Source: an optimization exercise on an open RTL-to-GDS flow (aim: small area, a short achievable clock period and few clock cycles). Production flows keep margins and buffers that such runs may drop. The RTL was checked by simulation tests, not by an equivalence proof against the original design. Power figures rest on the tool's default switching activity, not on a simulated workload.

==> flow/design.v, too long to show whole: its modules and the start of the top module <==
// module ovgar_xu: 457 lines
// module ovgar_lzc32: 34 lines
// module ovgar_add64: 27 lines
// module ovgar_mul33: 1113 lines
module ovgar_xu (
    input  wire        clk,
    input  wire        rst,           
    input  wire        in_valid,
    output wire        in_ready,
    input  wire [31:0] in_insn,
    input  wire [31:0] in_a,          
    input  wire [31:0] in_b,          
    output reg         out_valid,
    output reg  [31:0] out_result,
    output reg         out_wen,
    output reg  [3:0]  out_vd,
    output wire [3:0]  out_flags,     
    output reg         out_illegal
);
  // ...
==> flow/flow/run.sh <==
#!/bin/bash
set -euo pipefail
bash standard.sh SETUP_SLACK_MARGIN=6 finish > standard_flow.log 2>&1
==> flow/standard.sh <==
#!/bin/bash
# synth_recipe.tcl (not shown) runs the flow's synth.tcl, then flattens the netlist and writes it again
# the make line also repeats each setting of config.mk as NAME=value (left out here)
make -C /OpenROAD-flow-scripts/flow DESIGN_CONFIG=/design/flow/config.mk WORK_HOME=/design/flow/orfs CLKGATE_MAP_FILE= SYNTH_SCRIPT=/design/flow/synth_recipe.tcl "${@:-finish}"
==> flow/config.mk <==
export PLATFORM = sky130hd
export DESIGN_NAME = ovgar_xu
export DESIGN_NICKNAME = ovgar_xu
export VERILOG_FILES = /design/flow/design.v
export SDC_FILE = /design/flow/constraint.sdc
export NUM_CORES = 4
export LEC_CHECK = 0
export CAP_MARGIN = 20
export CORE_MARGIN = 2
export CORE_UTILIZATION = 55
export SLEW_MARGIN = 20
export TNS_END_PERCENT = 100
==> flow/constraint.sdc <==
create_clock -name core_clock -period 11.0 [get_ports {clk}]
set_input_delay 2.2000 -clock core_clock [delete_from_list [all_inputs] [get_ports {clk}]]
set_output_delay 2.2000 -clock core_clock [all_outputs]
set_load 0.01 [all_outputs]
==> reports/results.md, run 1 <==
| Step | Item | This run |
|:---|:---|:---|
| outcome | Run status | timing/DRC/antenna clean |
| finish | Seq Cell Count | 621 |
| setup path | Data arrival time of the worst path | 5.63 ns |
| pwr | Leading power group | combinational logic |
| global route | Met1 usage in global routing | 59.43% |
| routing | Starting DRT DRC Count | 10.89k |
| synth | Arithmetic-cell share of the synthesized area counting full adders, half adders and majority gates | 22.03% |
| clock tree | Clock root cell | sky130_fd_sc_hd__clkbuf_16 |
| worst hold path | Number of stages on the worst hold path | 0 |
| clock tree | Deepest clock path buffer count | 3 |
| die | Count of standard-cell rows | 132 |
| global route | Met3 Resource Use GR | 16.31% |
| clock tree | TritonCTS sink count | 621 |
| clock tree | Post-cts gate resize count | 282 |
| pwr | Fraction of power consumed by the clock network | 11.6% |
| synth | Summed instance area of the synthesized netlist | 71400 um^2 |
| synth | Flip-flop cell with the highest count after synthesis | sky130_fd_sc_hd__dfxtp_1 |
| worst hold path | Worst hold start | r2_m[1]$_DFF_P_ |
| synth | Fraction of synthesized cell area taken by the top area cell type | 17.16% |
| die | Floorplan die width | 364.3 um |
| finish | Registers with the highest flip-flop counts | r2_ra x64, r3_p x64, r2_rb x63 |
| setup path | Startpoint type of the worst setup path | flip-flop |
| finish | Final clock-cell share | 3.256% |
| sta | Relative slew margins | 21.42% |
| synth | Proportion of register bits with asynchronous set or reset after synthesis | 0% |
| placed design | Placed Area | 74070 um^2 |
| worst hold path | Hold endpoint | r3_m[1]$_DFF_P_ |
| synth | Area fraction in and, or, nand and nor cells after synthesis | 12.12% |
| sta | Final period util | 46.06% |
| setup path | Crit end category | flip-flop |
| pwr | Power after layout | 23.07 mW |
Testbench counts, summed over its fixed seeds: cycles 34,507.
==> module ovgar_xu, before the edit <==
module ovgar_xu (
    input  wire        clk,
    input  wire        rst,           
    input  wire        in_valid,
    output wire        in_ready,
    input  wire [31:0] in_insn,
    input  wire [31:0] in_a,          
    input  wire [31:0] in_b,          
    output reg         out_valid,
    output reg  [31:0] out_result,
    output reg         out_wen,
    output reg  [3:0]  out_vd,
    output wire [3:0]  out_flags,     
    output reg         out_illegal
);
    reg        fz, fn, fc, fv;
    reg [47:0] acc;
    assign out_flags = {fz, fn, fc, fv};
    reg        div_first;    
    reg [4:0]  div_cnt;      
    reg [4:0]  div_busy;     
    wire       dv_two;       
    assign in_ready = !dv_two && (div_busy == 5'd0);
    wire accept = in_valid && in_ready && !rst;
    wire [5:0]  in_op  = in_insn[31:26];
    wire [3:0]  in_vd  = in_insn[25:22];
    wire [3:0]  in_va  = in_insn[21:18];
    wire [3:0]  in_vb  = in_insn[17:14];
    wire [5:0]  in_m   = in_insn[13:8];
    wire [7:0]  in_sub = in_insn[7:0];
    wire [17:0] in_imm18 = in_insn[17:0];
    wire [21:0] in_imm22 = in_insn[21:0];
    reg legal0;
    always @* begin
        legal0 = 1'b0;
        case (in_op)
            6'h01: begin
                case (in_sub)
                    8'h00, 8'h01, 8'h02, 8'h03, 8'h04, 8'h05, 8'h06, 8'h07,
                    8'h09, 8'h0A:
                        legal0 = (in_m == 6'd0);
                    8'h08: legal0 = (in_m == 6'd0) && (in_vd == 4'd0);
                    8'h0B, 8'h0E:
                        legal0 = (in_m == 6'd0) && (in_vb == 4'd0);
                    8'h0C: legal0 = (in_m[5] == 1'b0) && (in_vb == 4'd0);
                    8'h0D: legal0 = (in_m[5:4] == 2'b00);
                    default: legal0 = 1'b0;
                endcase
            end
            6'h02: begin
                case (in_sub)
                    8'h00: legal0 = (in_m == 6'd0);
                    8'h01: legal0 = (in_m[5:1] == 5'd0);
                    8'h02: legal0 = (in_m[5:2] == 4'd0);
                    default: legal0 = 1'b0;
                endcase
            end
            6'h03: begin
                case (in_sub)
                    8'h00, 8'h01, 8'h02:
                        legal0 = (in_m[5:2] == 4'd0) && (in_m[1:0] != 2'd3) && (in_vd == 4'd0);
                    8'h03: legal0 = (in_va == 4'd0) && (in_vb == 4'd0);
                    8'h04: legal0 = (in_m[5] == 1'b0) && (in_vd == 4'd0) && (in_vb == 4'd0);
                    default: legal0 = 1'b0;
                endcase
            end
            6'h08, 6'h0A, 6'h0B, 6'h0C: legal0 = 1'b1;
            6'h09:                       legal0 = (in_vd == 4'd0);
            6'h0D, 6'h0E, 6'h0F:         legal0 = (in_imm18[17:5] == 13'd0);
            6'h18:                       legal0 = 1'b1;
            6'h19:                       legal0 = (in_imm22[21:16] == 6'd0);
            default:                     legal0 = 1'b0;
        endcase
    end
    wire in_r   = (in_op == 6'h01);
    wire in_i   = (in_op[5:3] == 3'b001);
    wire e_add  = (in_r && in_sub == 8'h00) || in_op == 6'h08;
    wire e_sub  = (in_r && (in_sub == 8'h01 || in_sub == 8'h08)) || in_op == 6'h09;
    wire e_and  = (in_r && in_sub == 8'h02) || in_op == 6'h0A;
    wire e_or   = (in_r && in_sub == 8'h03) || in_op == 6'h0B;
    wire e_xor  = (in_r && in_sub == 8'h04) || in_op == 6'h0C;
    wire e_shl  = (in_r && in_sub == 8'h05) || in_op == 6'h0D;
    wire e_shr  = (in_r && in_sub == 8'h06) || in_op == 6'h0E;
    wire e_sar  = (in_r && in_sub == 8'h07) || in_op == 6'h0F;
    wire e_min  = in_r && in_sub == 8'h09;
    wire e_max  = in_r && in_sub == 8'h0A;
    wire e_abs  = in_r && in_sub == 8'h0B;
    wire e_sat  = in_r && in_sub == 8'h0C;
    wire e_sel  = in_r && in_sub == 8'h0D;
    wire e_clz  = in_r && in_sub == 8'h0E;
    wire e_ldi  = (in_op == 6'h18);
    wire e_lui  = (in_op == 6'h19);
    wire e_mul  = (in_op == 6'h02) && (in_sub == 8'h00);
    wire e_mulh = (in_op == 6'h02) && (in_sub == 8'h01);
    wire e_div  = (in_op == 6'h02) && (in_sub == 8'h02);
    wire e_mac  = (in_op == 6'h03) && (in_sub == 8'h00 || in_sub == 8'h01 || in_sub == 8'h02);
    wire e_accr = (in_op == 6'h03) && (in_sub == 8'h03);
    wire e_accw = (in_op == 6'h03) && (in_sub == 8'h04);
    wire in_is_div = e_div && (in_m[5:2] == 4'd0);
    wire in_uns    = e_mulh && in_m[0];
    wire in_q15    = e_mac && (in_m[1:0] == 2'd1);
    wire        in_na  = !in_m[0] && in_a[31];
    wire        in_nb  = !in_m[0] && in_b[31];
    wire [5:0]  in_lzap, in_lzan, in_lzbp, in_lzbn;
    ovgar_lzc32 u_lzap (.x(in_a),  .n(in_lzap));
    ovgar_lzc32 u_lzan (.x(~in_a), .n(in_lzan));
    ovgar_lzc32 u_lzbp (.x(in_b),  .n(in_lzbp));
    ovgar_lzc32 u_lzbn (.x(~in_b), .n(in_lzbn));
    wire [5:0]  in_lza = in_na ? in_lzan : in_lzap;
    wire [5:0]  in_lzb = in_nb ? in_lzbn : in_lzbp;
    wire        in_bz  = (in_b == 32'd0);
    wire [32:0] x0 = in_q15 ? {{16{in_a[15]}}, in_a[15:0], 1'b0} : {in_a[31] && !in_uns, in_a};
    wire [32:0] y0 = e_accw ? ({32'd0, 1'b1} << in_m[4:0]) :
                     in_q15 ? {{17{in_b[15]}}, in_b[15:0]} : {in_b[31] && !in_uns, in_b};
    reg        v1;
    reg [31:0] i1;
    reg [32:0] x1, y1;
    reg [5:0]  r1_lza;
    reg [6:0]  r1_j;
    reg        r1_bz, r1_na;
    reg        c_legal, c_wen, c_wzn, c_wv;
    reg        c_arith, c_inv, c_abs, c_absu, c_imm, c_imms;
    reg        c_and, c_or, c_xor, c_shf, c_shl, c_sar, c_sat, c_clz, c_ldi, c_lui;
    reg        c_b, c_max, c_mm, c_sel, c_mul, c_mulh, c_mac, c_accr, c_accw;
    always @(posedge clk) begin
        v1        <= accept;
        div_first <= accept && in_is_div;
        r1_lza    <= in_lza;
        r1_j      <= {1'b0, in_lzb} - {1'b0, in_lza} + {6'd0, in_na};
        r1_bz     <= in_bz;
        r1_na     <= in_na;
        i1        <= in_insn;
        x1        <= x0;
        y1        <= y0;
        c_legal   <= legal0;
        c_wen     <= legal0 && !(in_r && in_sub == 8'h08) && !(in_op == 6'h09) && !e_mac && !e_accw;
        c_wzn     <= legal0 && !e_sel && !e_ldi && !e_lui && !e_mac && !e_accw;
        c_wv      <= legal0 && (e_add || e_sub || e_sat || in_op == 6'h03);
        c_arith   <= e_add || e_sub;
        c_inv     <= !e_add;
        c_abs     <= e_abs || e_div;
        c_absu    <= e_div && in_m[0];
        c_imm     <= in_i;
        c_imms    <= (in_op == 6'h08) || (in_op == 6'h09);
        c_and     <= e_and;
        c_or      <= e_or;
        c_xor     <= e_xor;
        c_shf     <= e_shl || e_shr || e_sar;
        c_shl     <= e_shl;
        c_sar     <= e_sar;
        c_sat     <= e_sat;
        c_clz     <= e_clz;
        c_ldi     <= e_ldi;
        c_lui     <= e_lui;
        c_b       <= e_sel || e_min || e_max;
        c_max     <= e_max;
        c_mm      <= e_min || e_max;
        c_sel     <= e_sel;
        c_mul     <= e_mul;
        c_mulh    <= e_mulh;
        c_mac     <= legal0 && (e_mac || e_accw);
        c_accr    <= e_accr;
        c_accw    <= e_accw;
    end
    wire [31:0] a1 = x1[31:0];
    wire [31:0] b1 = y1[31:0];
    wire [3:0]  vd    = i1[25:22];
    wire [5:0]  m     = i1[13:8];
    wire [17:0] imm18 = i1[17:0];
    wire [21:0] imm22 = i1[21:0];
    wire [31:0] opb = !c_imm ? b1 : {{14{c_imms && imm18[17]}}, imm18};
    wire [31:0] ad_x   = c_abs ? 32'd0 : a1;
    wire [31:0] ad_y   = (c_abs ? a1 : opb) ^ {32{c_inv}};
    wire [33:0] ad_w   = {1'b0, ad_x, 1'b1} + {1'b0, ad_y, c_inv};
    wire [32:0] ad_s   = ad_w[33:1];
    wire        ad_v   = (ad_x[31] == ad_y[31]) && (ad_s[31] != ad_x[31]);
    wire        lt     = ad_s[31] ^ ad_v;             
    function [31:0] rev32;
        input [31:0] x;
        integer k;
        begin
            for (k = 0; k < 32; k = k + 1) rev32[k] = x[31 - k];
        end
    endfunction
    wire        dv_sgn = !m[0];
    wire        dv_na  = r1_na;
    wire        dv_nb  = dv_sgn && b1[31];
    wire [31:0] dv_an  = (a1[31] && !c_absu) ? ad_s[31:0] : a1;    
    wire [31:0] dv_bn  = dv_nb ? (32'd0 - b1) : b1;
    wire        dv_bz  = r1_bz;
    wire [6:0]  dv_j   = r1_j;
    wire        dv_q0  = dv_j[6] || dv_bz;                                
    wire [5:0]  dv_jo  = dv_j[5:0] | 6'd1;                                 
    wire [5:0]  sh_n   = div_first ? dv_jo : {1'b0, opb[4:0]};
    wire [31:0] sh_src = c_shl ? rev32(a1) : a1;
    wire        sh_fil = c_sar && a1[31];
    wire [34:0] sh_l0  = div_first ? {rev32(dv_bn), 3'b000} : {{2{sh_fil}}, sh_src, 1'b0};
    wire [34:0] sh_l1  = sh_n[0] ? {sh_fil, sh_l0[34:1]}         : sh_l0;
    wire [34:0] sh_l2  = sh_n[1] ? {{2{sh_fil}}, sh_l1[34:2]}    : sh_l1;
    wire [34:0] sh_l3  = sh_n[2] ? {{4{sh_fil}}, sh_l2[34:4]}    : sh_l2;
    wire [34:0] sh_l4  = sh_n[3] ? {{8{sh_fil}}, sh_l3[34:8]}    : sh_l3;
    wire [34:0] sh_l5  = sh_n[4] ? {{16{sh_fil}}, sh_l4[34:16]}  : sh_l4;
    wire [34:0] sh_l6  = sh_n[5] ? {{32{sh_fil}}, sh_l5[34:32]}  : sh_l5;
    wire [31:0] sh_res = c_shl ? rev32(sh_l6[32:1]) : sh_l6[32:1];
    wire        sh_c   = sh_l6[0];
    wire [34:0] sh_div;
    genvar gr;
    generate
        for (gr = 0; gr < 35; gr = gr + 1) begin : shrev
            assign sh_div[gr] = sh_l6[34 - gr];
        end
    endgenerate
    wire [31:0] sat_hi = 32'hFFFF_FFFF << m[4:0];       
    wire        sat_ok = (((a1 ^ {32{a1[31]}}) & sat_hi) == 32'd0);
    wire [31:0] sat_res = sat_ok ? a1 : (a1[31] ? sat_hi : ~sat_hi);
    wire [5:0]  clz    = r1_lza & {6{!a1[31]}};
    wire [31:0] alu_res =
        ({32{c_arith}} & ad_s[31:0]) |
        ({32{c_and}}   & (a1 & opb)) |
        ({32{c_or}}    & (a1 | opb)) |
        ({32{c_xor}}   & (a1 ^ opb)) |
        ({32{c_shf}}   & sh_res) |
        ({32{c_abs}}   & ((a1[31] && !c_absu) ? ad_s[31:0] : a1)) |
        ({32{c_sat}}   & sat_res) |
        ({32{c_b}}     & b1) |
        ({32{c_clz}}   & {26'd0, clz}) |
        ({32{c_ldi}}   & {{10{imm22[21]}}, imm22}) |
        ({32{c_lui}}   & {imm22[15:0], 16'd0});
    wire [63:0] mu_ra, mu_rb;
    ovgar_mul33 u_mul (.x(x1), .y(y1), .ra(mu_ra), .rb(mu_rb));
    reg        v2;
    reg        r2_ill, r2_wen, r2_wzn, r2_wc, r2_c, r2_wv, r2_v;
    reg        r2_mac, r2_sel, r2_accr;
    reg [1:0]  r2_lo;         
    reg [3:0]  r2_vd;
    reg [5:0]  r2_m;
    reg [31:0] r2_res;
    reg [63:0] r2_ra, r2_rb;
    reg [1:0]  r2_amode;      
    reg [1:0]  r2_form;       
    always @(posedge clk) begin
        v2       <= v1 && !div_first && !rst;
        r2_ill   <= !c_legal;
        r2_wen   <= c_wen;
        r2_wzn   <= c_wzn;
        r2_wc    <= c_legal && (c_arith || (c_shf && opb[4:0] != 5'd0));
        r2_c     <= c_shf ? sh_c : ad_s[32];
        r2_wv    <= c_wv;
        r2_v     <= c_sat ? !sat_ok : ad_v;
        r2_mac   <= c_mac;
        r2_sel   <= c_sel;
        r2_accr  <= c_accr;
        r2_lo    <= c_mulh ? 2'd2 : c_mul ? 2'd1 : (c_mm && (lt ^ c_max)) ? 2'd3 : 2'd0;
        r2_vd    <= vd;
        r2_m     <= m;
        r2_res   <= alu_res;
        r2_ra    <= mu_ra;
        r2_rb    <= mu_rb;
        r2_amode <= c_accw ? 2'd2 : i1[1:0];
        r2_form  <= c_accw ? 2'd0 : m[1:0];
    end
    assign      dv_two = div_first && !dv_q0 && (dv_jo[5:1] != 5'd0);
    wire [34:0] dv_d0  = dv_q0 ? {1'b1, 34'd0} : sh_div;           
    reg [31:0] dv_r, dv_q;
    reg [34:0] dv_d;           
    reg        dv_qneg, dv_rneg, dv_rem, dv_s, dv_z;
    reg [3:0]  dv_vd;
    wire [33:0] dv_u   = dv_d[34:1];
    wire [32:0] dv_t1  = {1'b0, dv_r} - {1'b0, dv_u[31:0]};
    wire        dv_g1  = (dv_u[33:32] == 2'd0) && !dv_t1[32];
    wire [32:0] dv_t2  = {1'b0, dv_r} - {1'b0, dv_d[31:0]};
    wire        dv_g2  = (dv_d[34:32] == 3'd0) && !dv_t2[32];
    wire [36:0] dv_ca  = {5'd0, dv_r};
    wire [36:0] dv_cb  = ~{2'd0, dv_d};
    wire [36:0] dv_cc  = ~{3'd0, dv_u};
    wire [36:0] dv_cs  = dv_ca ^ dv_cb ^ dv_cc;
    wire [36:0] dv_cy  = (dv_ca & dv_cb) | (dv_ca & dv_cc) | (dv_cb & dv_cc);
    wire [37:0] dv_cw  = {dv_cs, 1'b1} + {dv_cy[35:0], 1'b1, 1'b1};
    wire [36:0] dv_t3  = dv_cw[37:1];
    wire        dv_g3  = !dv_t3[36];
    wire [31:0] dv_rn  = dv_g3 ? dv_t3[31:0] : dv_g2 ? dv_t2[31:0] : dv_g1 ? dv_t1[31:0] : dv_r;
    wire [1:0]  dv_dig = {dv_g2, dv_g3 || (dv_g1 && !dv_g2)};
    always @(posedge clk) begin
        if (div_first) begin
            dv_r    <= dv_an;
            dv_d    <= dv_d0;
            dv_q    <= 32'd0;
            dv_qneg <= !dv_bz && (dv_na ^ dv_nb);
            dv_rneg <= dv_na;
            dv_rem  <= m[1];
            dv_s    <= dv_sgn;
            dv_z    <= dv_bz;
            dv_vd   <= vd;
        end else begin
            dv_r    <= dv_rn;
            dv_d    <= {2'b0, dv_d[34:2]};
            dv_q    <= (v1 && c_b) ? a1 : {dv_q[29:0], dv_dig};
        end
    end
    always @(posedge clk) begin
        if (rst)
            div_cnt <= 5'd0;
        else if (div_first)
            div_cnt <= dv_q0 ? 5'd1 : (dv_jo[5:1] + 5'd1);
        else if (div_cnt != 5'd0)
            div_cnt <= div_cnt - 5'd1;
    end
    always @(posedge clk) begin
        if (rst)
            div_busy <= 5'd0;
        else if (div_first)
            div_busy <= (dv_q0 || dv_jo[5:1] == 5'd0) ? 5'd0 : dv_jo[5:1] - 5'd1;
        else if (div_busy != 5'd0)
            div_busy <= div_busy - 5'd1;
    end
    wire dv_last = (div_cnt == 5'd1);
    wire [31:0] dv_qz  = {!dv_s || dv_rneg, {31{!dv_rneg}}};
    wire [31:0] dv_out = dv_rem ? dv_rn : dv_z ? dv_qz : {dv_q[29:0], dv_dig};
    wire [63:0] p2;
    ovgar_add64 u_cpa (.a(r2_ra), .b(r2_rb), .s(p2));
    wire [63:0] p2_term = (r2_form == 2'd2) ? {{31{p2[63]}}, p2[63:31]} : p2;
    reg        v3;
    reg        r3_wen, r3_ill, r3_wzn, r3_wc, r3_c, r3_wv, r3_v;
    reg        r3_mac, r3_sel, r3_accr;
    reg [3:0]  r3_vd;
    reg [5:0]  r3_m;
    reg [63:0] r3_p;           
    reg        r3_neg, r3_zero;
    reg        r3_div, r3_dovf;
    always @(posedge clk) begin
        v3      <= (v2 || dv_last) && !rst;
        r3_wen  <= r2_wen || dv_last;
        r3_ill  <= r2_ill && !dv_last;
        r3_wzn  <= r2_wzn || dv_last;
        r3_wc   <= r2_wc && !dv_last;
        r3_c    <= r2_c;
        r3_wv   <= r2_wv && !dv_last;
        r3_v    <= r2_v;
        r3_mac  <= r2_mac && !dv_last;
        r3_sel  <= r2_sel && !dv_last;
        r3_accr <= r2_accr && !dv_last;
        r3_div  <= dv_last;
        r3_dovf <= dv_s && !dv_rem && !dv_z && !dv_qneg;
        r3_vd   <= dv_last ? dv_vd : r2_vd;
        r3_m    <= r2_m;
        r3_neg  <= dv_last ? (dv_rem ? dv_rneg : dv_qneg) : (r2_amode == 2'd1);
        r3_zero <= dv_last || (r2_amode == 2'd2);
        if (dv_last)
            r3_p[31:0] <= dv_out ^ {32{dv_rem ? dv_rneg : dv_qneg}};
        else if (r2_mac)
            r3_p[31:0] <= p2_term[31:0] ^ {32{r2_amode == 2'd1}};
        else
            r3_p[31:0] <= (r2_lo == 2'd1) ? p2[31:0] : (r2_lo == 2'd2) ? p2[63:32] :
                          (r2_lo == 2'd3) ? dv_q : r2_res;
        if (r2_mac)
            r3_p[63:32] <= p2_term[63:32] ^ {32{r2_amode == 2'd1}};
        else
            r3_p[63:32] <= dv_q;
    end
    function cond_true;
        input [3:0] code;
        input z, n, c, v;
        begin
            case (code)
                4'd0:  cond_true = 1'b1;
                4'd1:  cond_true = z;
                4'd2:  cond_true = !z;
                4'd3:  cond_true = n;
                4'd4:  cond_true = !n;
                4'd5:  cond_true = c;
                4'd6:  cond_true = !c;
                4'd7:  cond_true = v;
                4'd8:  cond_true = !v;
                4'd9:  cond_true = c && !z;
                4'd10: cond_true = !c || z;
                4'd11: cond_true = (n == v);
                4'd12: cond_true = (n != v);
                4'd13: cond_true = !z && (n == v);
                4'd14: cond_true = z || (n != v);
                default: cond_true = 1'b0;    
            endcase
        end
    endfunction
    wire        ac_a47  = !r3_zero && acc[47];
    wire [46:0] ac_base = r3_zero ? 47'd0 : acc[46:0];
    wire [48:0] ac_w    = {1'b0, ac_base, 1'b1} + {1'b0, r3_p[46:0], r3_neg};
    wire        ac_c47  = ac_w[48];
    wire [47:0] ac_sum  = {ac_a47 ^ r3_p[47] ^ ac_c47, ac_w[47:1]};
    wire [16:0] ac_t    = r3_p[63:47];
    wire        ac_t0   = (ac_t == 17'h00000);
    wire        ac_t1   = (ac_t == 17'h00001);
    wire        ac_tm   = (ac_t == 17'h1FFFF);
    wire        ac_tm2  = (ac_t == 17'h1FFFE);
    wire        ac_ok   = ac_a47 ? (ac_c47 ? (ac_t0 || ac_tm) : (ac_t1 || ac_t0)) :
                                   (ac_c47 ? (ac_tm || ac_tm2) : (ac_t0 || ac_tm));
    wire        ac_ovf  = !ac_ok;
    wire [47:0] ac_new  = ac_ovf ? {r3_p[63], {47{!r3_p[63]}}} : ac_sum;
    wire [4:0]  ar_s   = r3_m[4:0];
    wire        ar_sg  = acc[47];
    wire [48:0] ar_l0  = {acc, 1'b0};
    wire [47:0] ar_l1  = ar_s[4] ? {{15{ar_sg}}, ar_l0[48:16]} : ar_l0[47:0];
    wire [39:0] ar_l2  = ar_s[3] ? ar_l1[47:8] : ar_l1[39:0];
    wire [35:0] ar_l3  = ar_s[2] ? ar_l2[39:4] : ar_l2[35:0];
    wire [33:0] ar_l4  = ar_s[1] ? ar_l3[35:2] : ar_l3[33:0];
    wire [32:0] ar_l5  = ar_s[0] ? ar_l4[33:1] : ar_l4[32:0];
    wire [31:0] ar_sh  = ar_l5[32:1];                  
    wire        ar_inc = r3_m[5] && ar_l5[0];
    reg         ar_eq;
    integer     ai;
    always @* begin
        ar_eq = 1'b1;
        for (ai = 0; ai < 16; ai = ai + 1)
            if (ar_s <= ai && acc[31 + ai] != ar_sg) ar_eq = 1'b0;
    end
    wire        ar_c31 = ar_inc && (&ar_sh[30:0]);
    wire        ar_ovf = !ar_eq || (!ar_sg && ar_c31);
    wire [31:0] ar_t   = ar_sh + {31'd0, ar_inc};
    wire [31:0] ar_res = ar_ovf ? {ar_sg, {31{!ar_sg}}} : ar_t;
    wire        ar_z   = !ar_ovf && (ar_inc ? (&ar_sh) : !(|ar_sh));
    wire [31:0] dv_sres = (r3_dovf && r3_p[31]) ? 32'h7FFF_FFFF : ac_sum[31:0];
    reg [31:0] o_res;
    always @* begin
        if (r3_div)
            o_res = dv_sres;
        else if (r3_accr)
            o_res = ar_res;
        else if (r3_sel && cond_true(r3_m[3:0], fz, fn, fc, fv))
            o_res = r3_p[63:32];
        else
            o_res = r3_p[31:0];
    end
    wire o_z = r3_accr ? ar_z : (o_res == 32'd0);
    wire o_v = r3_mac ? ac_ovf : r3_accr ? ar_ovf : r3_v;
    always @(posedge clk) begin
        out_result  <= o_res;
        out_wen     <= r3_wen;
        out_vd      <= r3_vd;
        out_illegal <= r3_ill;
        if (rst) begin
            out_valid <= 1'b0;
            fz        <= 1'b0;
            fn        <= 1'b0;
            fc        <= 1'b0;
            fv        <= 1'b0;
            acc       <= 48'd0;
        end else begin
            out_valid <= v3;
            if (v3 && r3_wzn) begin
                fz <= o_z;
                fn <= o_res[31];
            end
            if (v3 && r3_wc) fc <= r3_c;
            if (v3 && r3_wv) fv <= o_v;
            if (v3 && r3_mac) acc <= ac_new;
        end
    end
endmodule
==> run 2, diff against run 1 <==
--- a/flow/design.v
+++ b/flow/design.v
@@ -316,8 +316,7 @@
     wire dv_last = (div_cnt == 5'd1);
     wire [31:0] dv_qz  = {!dv_s || dv_rneg, {31{!dv_rneg}}};
     wire [31:0] dv_out = dv_rem ? dv_rn : dv_z ? dv_qz : {dv_q[29:0], dv_dig};
-    wire [63:0] p2;
-    ovgar_add64 u_cpa (.a(r2_ra), .b(r2_rb), .s(p2));
+    wire [63:0] p2 = r2_ra + r2_rb;
     wire [63:0] p2_term = (r2_form == 2'd2) ? {{31{p2[63]}}, p2[63:31]} : p2;
     reg        v3;
     reg        r3_wen, r3_ill, r3_wzn, r3_wc, r3_c, r3_wv, r3_v;
@@ -489,33 +488,6 @@
     assign n = (z4[1] & z4[0]) ? 6'd32 :
                z4[1] ? {2'b01, c4[3:0]} : {2'b00, c4[7:4]};
 endmodule
-module ovgar_add64 (
-    input  wire [63:0] a,
-    input  wire [63:0] b,
-    output wire [63:0] s
-);
-    wire [63:0] g0 = a & b;
-    wire [63:0] p0 = a ^ b;
-    reg  [63:0] g, p;
-    integer i, k;
-    always @* begin
-        g = g0;
-        p = p0;
-        for (k = 0; k < 6; k = k + 1)
-            for (i = 0; i < 64; i = i + 1)
-                if (((i + 1) % (2 << k)) == 0) begin
-                    g[i] = g[i] | (p[i] & g[i - (1 << k)]);
-                    p[i] = p[i] & p[i - (1 << k)];
-                end
-        for (k = 4; k >= 0; k = k - 1)
-            for (i = 0; i < 64; i = i + 1)
-                if (((i + 1) % (2 << k)) == (1 << k) && i >= (2 << k)) begin
-                    g[i] = g[i] | (p[i] & g[i - (1 << k)]);
-                    p[i] = p[i] & p[i - (1 << k)];
-                end
-    end
-    assign s = p0 ^ {g[62:0], 1'b0};
-endmodule
 module ovgar_mul33 (
     input  wire [32:0] x,
     input  wire [32:0] y,
==> reports/results.md, run 2 <==
| Step | Item | This run | vs previous |
|:---|:---|:---|:---|
| sta | Relative slew margins | 17.16% | was 21.42% |
| synth | Arithmetic-cell share of the synthesized area counting full adders, half adders and majority gates | 20.70% | was 22.03% |
| clock tree | Maximum level of the CTS H-tree | 3 | unchanged |
| setup path | Maximum fanout encountered on the critical timing path | 8 | was 7 |
| synth | Synth Area in XOR/XNOR | 11.83% | was 12.19% |
| synth | Count of cell types in the netlist | 106 | was 93 |
| die | Count of standard-cell rows | 133 | was 132 |
| placed design | Count of buffers inserted at the top-level ports | 142 | unchanged |
| synth | Most frequent cell after synthesis | sky130_fd_sc_hd__nand2_1 | unchanged |
| finish | Count of placed standard cells in the final layout, fillers left out | 10.40k | was 10.18k |
| clock tree | Latest clock arrival within the worst-skew pair | 0.75 ns | was 0.72 ns |
| clock tree | Clock-pin slew of the registers on the worst-case setup and hold paths | 0.06 ns | was 0.08 ns |
| synth | Proportion of register bits with asynchronous set or reset after synthesis | 0% | unchanged |
| run | Number of max-cap violations | 0 | unchanged |
| setup path | RR Startpoint | r3_m[4]$_DFF_P_ | was r2_rb[27]$_DFF_P_ |
| global route | GRT Residual Overflow | 0 | unchanged |
| sta | RSZ-0062 raised after global routing | yes | unchanged |
| placed design | Placed Area | 75540 um^2 | was 74070 um^2 |
| synth | Fraction of synthesized cell area taken by the top area cell type | 16.77% | was 17.16% |
| pwr | Pleak | 33.23 nW | was 32.86 nW |
| die | Floorplan die width | 368.5 um | was 364.3 um |
| setup path | Worst Path Class, Setup | reg -> reg | unchanged |
| global route | Pin count of the biggest net entering global routing | 87 | was 93 |
| routing | Vias per inst | 7.118 | was 6.888 |
| routing | Number of detailed-route iterations in the first pass | 10 | unchanged |
| pwr | PD cells | 290.2 nW/um^2 | was 286.9 nW/um^2 |
| clock tree | Number of buffers added by the clock tree synthesis step | 77 | was 76 |
| synth | Flop and latch count out of synthesis | 621 | unchanged |
| synth | Combinational family with the most area after synthesis | compound AO/OA/AOI/OAI gates | was adder cells |
| clock tree | Deepest clock path buffer count | 3 | unchanged |
| clock tree | CTS tree | built | unchanged |
| synth | Most frequent cells after synthesis | 630 x sky130_fd_sc_hd__nand2_1, 612 x sky130_fd_sc_hd__dfxtp_1, 603 x sky130_fd_sc_hd__nor2_1 | was 631 x sky130_fd_sc_hd__nand2_1, 626 x sky130_fd_sc_hd__inv_1, 612 x sky130_fd_sc_hd__dfxtp_1 |
| synth | Area fraction in and, or, nand and nor cells after synthesis | 12.91% | was 12.12% |
| synth | Cells taking the most area after synthesis | sky130_fd_sc_hd__dfxtp_1 17%, sky130_fd_sc_hd__fa_1 14%, sky130_fd_sc_hd__ha_1 7.2% | was sky130_fd_sc_hd__dfxtp_1 17%, sky130_fd_sc_hd__fa_1 15%, sky130_fd_sc_hd__ha_1 7.3% |
| finish | Utilization after layout | 61.95% | was 62.25% |
| synth | Flip-flop cell with the highest count after synthesis | sky130_fd_sc_hd__dfxtp_1 | unchanged |
| synth | Cells after synthesis | 8772 | was 8505 |
| die | Floorplan die area | 135800 um^2 | was 132700 um^2 |
| finish | Most frequent cells in the layout | 627 x sky130_fd_sc_hd__nand2_1, 584 x sky130_fd_sc_hd__nor2_1, 582 x sky130_fd_sc_hd__xnor2_1 | was 627 x sky130_fd_sc_hd__nand2_1, 614 x sky130_fd_sc_hd__inv_1, 581 x sky130_fd_sc_hd__xnor2_1 |
| synth | Post-synthesis compound-gate area fraction | 23.38% | was 21.82% |
| routing | Routed WL per cell | 32.90 um | was 31.72 um |
| sta | Final slew viol count | 0 | unchanged |
| finish | Final design instance area without fill | 81540 um^2 | was 80390 um^2 |
| sta | Worst-Margin Slew | 1.231 ns | was 1.179 ns |
| routing | DRC violation count after routing | 0 | unchanged |
| worst hold path | Worst hold start | r3_vd[3]$_DFF_P_ | was r2_m[1]$_DFF_P_ |
| sta | Number of setup violations in the final report | 0 | unchanged |
| routing | Total via count after detailed routing | 74.01k | was 70.09k |
| routing | Total wire length | 342.1 mm | was 322.8 mm |
| synth | Multiplexer share of the synthesized area | 7.355% | was 7.281% |
| synth | Summed instance area of the synthesized netlist | 73070 um^2 | was 71400 um^2 |
| sta | Highest attainable clock frequency | 193.1 MHz | was 197.4 MHz |
| placed design | Placed instance count | 10.13k | was 9894 |
| synth | Most area-hungry cell type in the Yosys netlist | sky130_fd_sc_hd__dfxtp_1 | unchanged |
| synth | Synthesis warning total | 1 | was 2 |
| clock tree | Clock root cell | sky130_fd_sc_hd__clkbuf_16 | unchanged |
| die | Top-Level Pins | 143 | unchanged |
| finish | Layout filler cell count | 11.55k | was 11.39k |
| finish | Fraction of final layout cells sized beyond drive strength 1 | 11.30% | was 12.18% |
| worst hold path | Worst min path class | reg -> reg | unchanged |
| synth | Net count after synthesis | 9783 | was 9546 |
| global route | Total Routing Usage GR | 48.04% | was 46.60% |
| synth | Sequential share of the synthesized area | 17.14% | was 17.54% |
| routing | Starting DRT DRC Count | 12.35k | was 10.89k |
| die | Vertical die dimension | 368.5 um | was 364.3 um |
| setup path | Startpoint type of the worst setup path | flip-flop | unchanged |
| sta | Crit path time final | 5.178 ns | was 5.067 ns |
| synth | Number of flops mapped to enable cells by yosys | 9 | unchanged |
| setup path | Data arrival time of the worst path | 5.83 ns | was 5.63 ns |
| setup path | Crit end category | flip-flop | unchanged |
| sta | Final period util | 47.07% | was 46.06% |
| clock tree | TritonCTS sink count | 621 | unchanged |
| setup path | Worst Setup SP | r3_m[4]$_DFF_P_ | was r2_rb[27]$_DFF_P_ |
| placed design | Detailed-placement wirelength estimate | 238.5 mm | was 222.7 mm |
| finish | Leading cell type in the layout, fill and taps excluded | sky130_fd_sc_hd__nand2_1 | unchanged |
| outcome | Run status | timing/DRC/antenna clean | unchanged |
| global route | Vias in the first global route | 69.61k | was 66.63k |
| global route | Number of antenna violations at the first check in global routing | 15 | was 18 |
| sta | Post-route setup TNS | 0 ns | unchanged |
| global route | Global-route wire length before repair | 484.6 mm | was 455.5 mm |
| routing | Number of routed nets with antenna violations | 0 | unchanged |
| finish | Layout net count | 9585 | was 9408 |
| sta | Endpoints failing hold | 0 | unchanged |
| synth | Mean cell area of the mapped netlist | 8.330 um^2 | was 8.395 um^2 |
| die | Core Footprint | 131600 um^2 | was 129200 um^2 |
| finish | Registers with the highest flip-flop counts | r2_ra x64, r3_p x64, r2_rb x63 | unchanged |
| die | Initial core utilization | 55.51% | was 55.28% |
| pwr | Worst IR Drop VDD | 0.2678 mV | was 0.2540 mV |
| sta | Worst Clk Skew | 0.05757 ns | was 0.03988 ns |
| finish | Synth-to-layout area growth | 11.60% | was 12.60% |
| setup path | Required @ worst endpoint | 11.65 ns | was 11.57 ns |
| placed design | Final estimated routing congestion in global placement | 1.112 | was 1.033 |
| clock tree | Hold-fix buffers at CTS | 0 | unchanged |
| pwr | Power after layout | 23.67 mW | was 23.07 mW |
==> run 2: cell count changes in the layout (fill, tap and decap cells not counted), moves of 28 or more <==
| cell | before | now |
|---|---|---|
| sky130_fd_sc_hd__inv_1 | 614 | 532 |
| sky130_fd_sc_hd__o21ai_0 | 402 | 456 |
| sky130_fd_sc_hd__a21o_1 | 107 | 154 |
| sky130_fd_sc_hd__a211oi_1 | 79 | 123 |
| sky130_fd_sc_hd__mux2i_1 | 182 | 225 |
| sky130_fd_sc_hd__buf_4 | 203 | 162 |
| sky130_fd_sc_hd__a311oi_1 | 33 | 5 |
==> run 2: worst paths after layout <==
path | slack [ns] | cells after the start | endpoint
setup reg to reg | 5.82 | 18 | fz$_SDFFE_PP0P_
hold / removal | 0.32 | 0 | out_vd[3]$_DFF_P_
setup / recovery | 5.82 | 18 | fz$_SDFFE_PP0P_
hold reg to reg | 0.32 | 0 | out_vd[3]$_DFF_P_
==> run 2: metal layers <==
metal	vias to the layer above	part of all wire [%]	GRT usage [%]
met3	1661	15	16.03
met1	35368	36	61.79
met4	14	8.9	31.48
li1	30751	-	-
met2	6211	40	68.42
met5	-	0.057	0.4274
==> run 2: cells by family (layout without fill, tap and decap cells) <==
logic type | count (synthesis) | in the layout
simple gates | 2002 | 2003
mux | 415 | 415
xor+xnor | 985 | 985
fa+ha+maj | 913 | 913
flops | 621 | 621
compound gates | 2577 | 2579
other cells | 0 | 8
buf+inv | 1259 | 1118
==> run 2: cell type report <==
cell class / count / area, um^2 / area share [%]
antenna: 8 / 20.02 / 0.02455
timing repair inverter: 2 / 10.01 / 0.01228
sequential: 621 / 12710 / 15.59
timing repair buffer: 414 / 4683 / 5.743
inverter: 563 / 2175 / 2.667
tap: 1755 / 2196 / 2.693
multi-input combinational: 6895 / 57160 / 70.10
clock buffer: 100 / 2126 / 2.607
clock inverter: 39 / 459.2 / 0.5631
==> run 2: stage by stage <==
stage | setup WS [ns] | hold WS [ns]
after floorplan | 5.938 | 0.3096
after global placement | 4.743 | 0.3104
after detailed placement | 4.484 | 0.3121
after CTS | 5.956 | 0.3254
after global routing | 5.750 | 0.3271
final | 5.822 | 0.3246
==> run 2: power by group <==
group          internal (mW)  switching (mW)  total, mW
sequential              3.08           0.701       3.78
combinational           6.73            10.5       17.2
clock                   1.52            1.15       2.67
total                   11.3            12.3       23.7
==> run 2: repair_timing <==
action                                  in CTS  in global routing
cloned                                      16                 14
gates resized for setup                    274                292
endpoints found under the setup margin     280                202
setup buffers                               40                 44
pin swaps                                   24                 38
==> run 2: critical path: stages, from the launching register on <==
cell and delay (ns):
sky130_fd_sc_hd__dfxtp_4 0.40, sky130_fd_sc_hd__buf_16 0.16, sky130_fd_sc_hd__mux2i_4 0.19, sky130_fd_sc_hd__mux4_2 0.52, sky130_fd_sc_hd__mux4_2 0.50, sky130_fd_sc_hd__and2b_2 0.27, sky130_fd_sc_hd__ha_4 0.15, sky130_fd_sc_hd__inv_2 0.04
sky130_fd_sc_hd__a311o_1 0.30, sky130_fd_sc_hd__nand4bb_4 0.23, sky130_fd_sc_hd__nor4b_4 0.41, sky130_fd_sc_hd__nand2_1 0.12, sky130_fd_sc_hd__xor2_1 0.16, sky130_fd_sc_hd__a221o_1 0.37, sky130_fd_sc_hd__o21a_1 0.13, sky130_fd_sc_hd__nor2_1 0.10
sky130_fd_sc_hd__or4b_1 0.44, sky130_fd_sc_hd__or4_4 0.49, sky130_fd_sc_hd__o21ai_2 0.13
Testbench counts of run 2, summed over its fixed seeds: cycles 34,507.

separate check: timing with driven ports:
The flow's constraints put no driver on any port. The routed layouts listed below were extracted and timed again, unchanged, in two steps.
Step 1, drivers: a clkbuf_16 drives clk and a buf_2 each remaining input, both assumed.
Step 2, shift: input delay + t, output delay - t, t = (earliest + latest rising clock arrival at the registers) / 2. This alone moves slack from input paths to output paths.
a / b / c = ideal ports / drivers / drivers and shift; a / b = the first two.
| run | shift t [ns] | setup slack, ns | worst setup path after step 2 | slew at the worst register clock pin (ns) |
|---|---|---|---|---|
| run 1 | 0.785 | 5.933 / 5.933 / 5.429 | input to register | 0.08 / 0.08 |
| run 2 | 0.812 | 5.822 / 5.822 / 5.425 | input to register | 0.08 / 0.08 |
After both steps setup and hold are still met in every run listed. The setup slack of run 1, which loses most, moves by 0.000 ns with the drivers and by -0.504 ns with both steps.
